Source: an optimization exercise on an open RTL-to-GDS flow (aim: small area, a short achievable clock period and few clock cycles per item). Production flows keep margins and buffers that such runs may drop.
Function was checked by simulation only, so behaviour that the tests miss may differ from the original.
Power figures rest on the tool's default switching activity, not on a simulated workload.

## flow/constraint.sdc

```tcl
create_clock -name core_clock -period 14.0 [get_ports {clk}]
set_input_delay 2.8000 -clock core_clock [delete_from_list [all_inputs] [get_ports {clk}]]
set_output_delay 2.8000 -clock core_clock [all_outputs]
set_load 0.01 [all_outputs]
```

## flow/config.mk

```make
export PLATFORM = sky130hd
export DESIGN_NAME = lagrange_interp
export DESIGN_NICKNAME = lagrange_interp
export VERILOG_FILES = /design/flow/design.v
export SDC_FILE = /design/flow/constraint.sdc
export NUM_CORES = 4
export LEC_CHECK = 0
export CAP_MARGIN = 20
export CORE_MARGIN = 2
export CORE_UTILIZATION = 40
export SLEW_MARGIN = 20
```

## flow/run.sh

```bash
#!/bin/bash
# synth_recipe.tcl (not shown) runs the flow's synth.tcl, then flattens the netlist and writes it again
# the make line also repeats each setting of config.mk as NAME=value (left out here)
make -C /OpenROAD-flow-scripts/flow DESIGN_CONFIG=/design/flow/config.mk WORK_HOME=/design/flow/orfs CLKGATE_MAP_FILE= SYNTH_SCRIPT=/design/flow/synth_recipe.tcl finish
```

## flow/design.v

```verilog
module lagrange_interp (
    input  wire         clk,
    input  wire         rst,          
    input  wire         in_valid,
    output wire         in_ready,
    input  wire [23:0]  in_u,         
    input  wire [255:0] in_x,         
    output wire         out_valid,
    input  wire         out_ready,
    output wire [31:0]  out_y         
);
    localparam [2:0] S_IDLE = 3'd0,
                     S_PROD = 3'd1,
                     S_DIVL = 3'd2,
                     S_DIV  = 3'd3,
                     S_FIX  = 3'd4,
                     S_MAC  = 3'd5,
                     S_RND  = 3'd6,
                     S_OUT  = 3'd7;
    reg [2:0]   state;
    reg [23:0]  u_r;
    reg [255:0] x_r;
    reg [2:0]   j;                   
    reg [2:0]   m;                   
    reg signed [183:0] acc;          
    reg [207:0] c_r;                 
    reg signed [63:0]  macc;         
    reg [31:0]  y_r;
    reg [13:0]  rem;                 
    reg [24:0]  dvd;                 
    reg [24:0]  quo;                 
    reg [4:0]   dcnt;
    reg         c_neg;               
    integer k;
    wire signed [27:0] fac = $signed({4'd0, u_r}) - ($signed({1'b0, m}) - 28'sd3) * 28'sd16777216;
    wire signed [211:0] prod_full = acc * fac;
    reg [12:0] w_abs;
    reg        w_neg;
    always @(*) begin
        case (j)
            3'd0: begin w_abs = 13'd5040; w_neg = 1'b1; end
            3'd1: begin w_abs = 13'd720;  w_neg = 1'b0; end
            3'd2: begin w_abs = 13'd240;  w_neg = 1'b1; end
            3'd3: begin w_abs = 13'd144;  w_neg = 1'b0; end
            3'd4: begin w_abs = 13'd144;  w_neg = 1'b1; end
            3'd5: begin w_abs = 13'd240;  w_neg = 1'b0; end
            3'd6: begin w_abs = 13'd720;  w_neg = 1'b1; end
            default: begin w_abs = 13'd5040; w_neg = 1'b0; end
        endcase
    end
    wire        p_neg   = acc[183];
    wire [183:0] p_abs  = p_neg ? -acc : acc;
    wire [184:0] p_bias = {1'b0, p_abs} + ({172'd0, w_abs} << 143);
    wire [40:0]  t_q    = p_bias[184:144];
    wire [14:0]  r_try  = {rem, dvd[24]};
    wire         q_bit  = (r_try >= {2'd0, w_abs});
    wire [14:0]  r_next = q_bit ? r_try - {2'd0, w_abs} : r_try;
    wire [24:0]  quo_nx = {quo[23:0], q_bit};
    wire signed [25:0] c_new = c_neg ? -$signed({1'b0, quo_nx}) : $signed({1'b0, quo_nx});
    wire [2:0] js = u_r[23] ? 3'd4 : 3'd3;
    reg signed [28:0] others;
    always @(*) begin
        others = 29'sd0;
        for (k = 0; k < 8; k = k + 1)
            if (k[2:0] != js) others = others + $signed(c_r[26 * k +: 26]);
    end
    wire signed [28:0] c_fix = 29'sd16777216 - others;
    wire signed [31:0] x_sel = x_r[32 * j +: 32];
    wire signed [25:0] c_sel = c_r[26 * j +: 26];
    wire signed [57:0] term  = c_sel * x_sel;
    wire signed [63:0] y_wide = (macc + 64'sd8388608) >>> 24;
    wire [31:0] y_clamped =
        (y_wide > 64'sd2147483647)  ? 32'h7FFF_FFFF :
        (y_wide < -64'sd2147483648) ? 32'h8000_0000 : y_wide[31:0];
    assign in_ready  = (state == S_IDLE);
    assign out_valid = (state == S_OUT);
    assign out_y     = y_r;
    always @(posedge clk) begin
        if (rst) begin
            state <= S_IDLE;
            u_r   <= 24'd0;
            x_r   <= 256'd0;
            j     <= 3'd0;
            m     <= 3'd0;
            acc   <= 184'sd0;
            macc  <= 64'sd0;
            y_r   <= 32'd0;
            rem   <= 14'd0;
            dvd   <= 25'd0;
            quo   <= 25'd0;
            dcnt  <= 5'd0;
            c_neg <= 1'b0;
            c_r   <= 208'd0;
        end else begin
            case (state)
                S_IDLE: if (in_valid) begin
                    u_r   <= in_u;
                    x_r   <= in_x;
                    j     <= 3'd0;
                    m     <= 3'd0;
                    acc   <= 184'sd1;
                    state <= S_PROD;
                end
                S_PROD: begin
                    if (m != j) acc <= prod_full[183:0];
                    m <= m + 3'd1;
                    if (m == 3'd7) state <= S_DIVL;
                end
                S_DIVL: begin
                    rem   <= t_q[38:25];
                    dvd   <= t_q[24:0];
                    quo   <= 25'd0;
                    dcnt  <= 5'd0;
                    c_neg <= p_neg ^ w_neg;
                    state <= S_DIV;
                end
                S_DIV: begin
                    rem  <= r_next[13:0];
                    dvd  <= {dvd[23:0], 1'b0};
                    quo  <= quo_nx;
                    dcnt <= dcnt + 5'd1;
                    if (dcnt == 5'd24) begin
                        c_r[26 * j +: 26] <= c_new;
                        acc <= 184'sd1;
                        m   <= 3'd0;
                        j   <= j + 3'd1;
                        if (j == 3'd7) state <= S_FIX;
                        else           state <= S_PROD;
                    end
                end
                S_FIX: begin
                    c_r[26 * js +: 26] <= c_fix[25:0];
                    macc    <= 64'sd0;
                    j       <= 3'd0;
                    state   <= S_MAC;
                end
                S_MAC: begin
                    macc <= macc + term;
                    j    <= j + 3'd1;
                    if (j == 3'd7) state <= S_RND;
                end
                S_RND: begin
                    y_r   <= y_clamped;
                    state <= S_OUT;
                end
                S_OUT: if (out_ready) state <= S_IDLE;
                default: state <= S_IDLE;
            endcase
        end
    end
endmodule
```

==> summary.txt <==
Mean Syn Cell Area 8.55 sq um; maximum net fanout on the critical path 6; metal1 wirelength 325000 um; Int Pwr 4720 uW; initial core utilization 40.1%; largest net degree at the start of global routing 177; TritonCTS clock tree yes; routed len/inst 24.8 um; Die H 751 um; fin. max-slew vios 0; final hold vios 0; Most common cell on crit path xnor2_1; Lkg Pwr 0.103 uW; Setup Skew 0.0733 ns; Worst setup EP type flip-flop; reg2reg setup slack 1.28 ns; Tmin final 12.72 ns; Setup CP Type reg -> reg; leading area contributor after synthesis fa_1; Post CTS Setup Buffer Count 0; post-CTS sizing 0; synth-to-layout area growth 6.63%; latest clock arrival within the worst-skew pair 0.93 ns; Via density 5.49; final core utilization 42.8%; met3 routed WL 77300 um; Slew @ Worst Pin 1.30 ns; CP peak stage delay 0.47 ns; design area 0.238 sq mm; routed wire length 817000 um; top-area cell type share of the netlist area 48.1%; proportion of power drawn by flip-flops and latches 35.6%; hold_ws 0.450 ns; Worst R2R Path Depth 58; Top FF cell, synth dfxtp_1; grt ovf 0; DR vias 181k; clock buffer depth 4; Post-DP HPWL 637000 um; met2 wire len 369000 um; Slew Limit Headroom 13.3%; initial antenna violation count 57; hold buffer count at cts 0; status no timing/DRC/antenna violations; sw frac 34.6%; Syn Std Cell Area 0.223 sq mm; Chip Width 751 um; Mapped Cells 26.1k; pwr dens 30.3 mW/mm^2; combinational share of power 18.3%; CP max stage cell nor4_1; fin crit share 90.8%; Seq cells post-synth 846; sequential element share of the synthesized area 7.59%; top cells by area, synth fa_1 48%, nand2_1 10%, inv_1 8.6%; Max Cap Violations 0; vias in the first global route 192k; Clock Sinks 846; Cell variety after synth 125; I/O pins 318; Die ar. 0.564 sq mm; startpoint types flip-flop; gp weighted congestion 1.00; I/O Buffers 317; Final ANT Viol Nets 0; syn_nets 32.6k; Async S/R FF share, synth 0%; Clk pwr share 46.0%; Placement Setup Slack 1.47 ns; Peak Freq 78.6 MHz; CP Data Required Time 14.80 ns; Clk pin slew, worst setup/hold paths 0.06 ns; Root Buffer clkbuf_16; CP arrival 13.52 ns; placed inst area 0.234 sq mm; layout cells sized above 1 4.18%; core area 0.556 sq mm; Post-synth EDFFs 0; Num CTS Buffers 117; final setup margin 1.28 ns; endpoints failing setup 0; H-tree depth 3; Peak VDD IR 0.0973 mV; Final TNS setup 0 ns; Final #Nets 31.8k; Post-route DRC 0; Hold Path Class reg -> reg; Yosys warnings 1; gr usage total 29.4%; Iteration-0 DRC Markers 16.6k; first-pass GRT wire length 1240000 um; Net Sw Power 2490 uW; RSZ-0062 raised after global routing false; 1st-pass router iterations 9; row cnt 274; hold depth 2; Max Used Layer met5
-- critical path, delay by kind of cell, from the launching register on --
family          cells  cell delay [ns]
fa+ha+maj           8             2.54
buf+inv             1             0.06
compound gates     25             5.29
simple gates       14             2.58
flops               1             0.36
xor+xnor           10             1.76
-- per-layer routing --
metal | global-route usage, % | vias up
li1 | - | 76389
met1 | 38.8 | 94232
met2 | 46.5 | 8407
met3 | 6.11 | 1701
met4 | 13.3 | 16
met5 | 0 | -
-- logic make-up (layout without fill, tap and decap cells) --
kind of cell | after synthesis | after routing | synth area share (%)
multiplexers | 151 | 151 | 1.33
XOR/XNOR | 597 | 597 | 2.36
AO/OA/AOI/OAI | 2735 | 2735 | 7.75
AND/OR/NAND/NOR | 8764 | 8764 | 16.6
adder cells (fa/ha/maj) | 6206 | 6206 | 52.9
buffers and inverters | 6796 | 6125 | 11.5
other | 0 | 20 | 0
flip-flops | 846 | 846 | 7.59
-- cell usage in the layout (no fill, tap or decap), drive strengths merged, types with 37 or more instances in the layout --
cell type and n:
nor2b 215, nor2 1006, o21a 51, dfxtp 846
or3 49, nor3 180, o21ai 563, o22ai 59
a21o 188, nor4 85, clkinv 39, xor2 189
o21bai 96, a211oi 47, a22oi 248, fa 5362
clkbuf 148, nand2 6004, and3 42, xnor2 407
and2 600, a31oi 65, nand3 167, clkdlybuf4s50 316
nand4 120, inv 5090, buf 509, mux4 116
a21oi 972, o211ai 37, o31ai 53, nand2b 207
ha 844
-- area by class of cell --
| cell class | instances | area (sq um) |
|---|---|---|
| diodes | 20 | 50.0 |
| repair buffers | 825 | 7320 |
| inverters | 5086 | 19100 |
| fillers | 55761 | 318000 |
| clock buffers | 148 | 3220 |
| multi-input cells | 18453 | 181000 |
| flip-flops and latches | 846 | 17100 |
| clock inverters | 66 | 832 |
| well taps | 7452 | 9320 |
-- per-stage QoR --
stage,total power (uW),std cells
2_1_floorplan,3270,26095
3_3_place_gp,3900,32659
3_5_place_dp,3910,32662
4_1_cts,7230,32876
5_1_grt,7410,32888
6_report,7210,32896
-- cells in the mapped netlist, drive strengths merged, types with 37 or more instances --
master	n
nand2	6004
fa	5362
inv	5083
clkbuf	1621
nor2	1006
a21oi	972
dfxtp	846
ha	844
and2	600
o21ai	563
xnor2	407
a22oi	248
nor2b	215
nand2b	207
xor2	189
a21o	188
nor3	180
nand3	167
nand4	120
mux4	116
o21bai	96
buf	89
nor4	85
a31oi	65
o22ai	59
o31ai	53
o21a	51
or3	49
a211oi	47
and3	42
o211ai	37
-- worst paths after layout --
check | from | endpoint
setup / recovery | flip-flop | flip-flop
hold / removal | x_r[240] | x_r[240]
setup reg to reg | flip-flop | flip-flop
hold reg to reg | x_r[240] | x_r[240]
-- power groups by stage --
stage / clock [uW] / sequential [uW] / combinational (uW)
after global placement: 0 / 2620 / 1280
after CTS: 3370 / 2570 / 1300
after global routing: 3440 / 2570 / 1400
final: 3320 / 2570 / 1320
after floorplan: 0 / 2530 / 744
after detailed placement: 0 / 2620 / 1290
Testbench counts, summed over its fixed seeds: cycles 2,272,000, items 8,000.

[what the ideal ports hide]
The results above use ideal ports. As a check the final layout listed here was re-extracted and re-timed, cells and wires unchanged.
Step 1 assumes that a clkbuf_16 drives the clock port and a buf_2 every other input.
Step 2 moves the port delays by t, midway between the first and last clock arrival at a register: inputs arrive t later, outputs are due t later. That takes back most of the time a late clock gives input paths.
Three values: ideal, step 1, step 2; two values: the first two.
shift t [ns]: 1.017
setup WS [ns]: 1.281 / 1.281 / 1.281
worst hold slack (ns): 0.450 / 0.450 / 0.450
worst register clock-pin slew, ns: 0.08 / 0.08
cell pins on the clock port's net: 1
After both steps setup and hold are still met in this run. For this run, drivers alone change the setup slack by 0.000 ns; drivers and shift together by 0.000 ns.
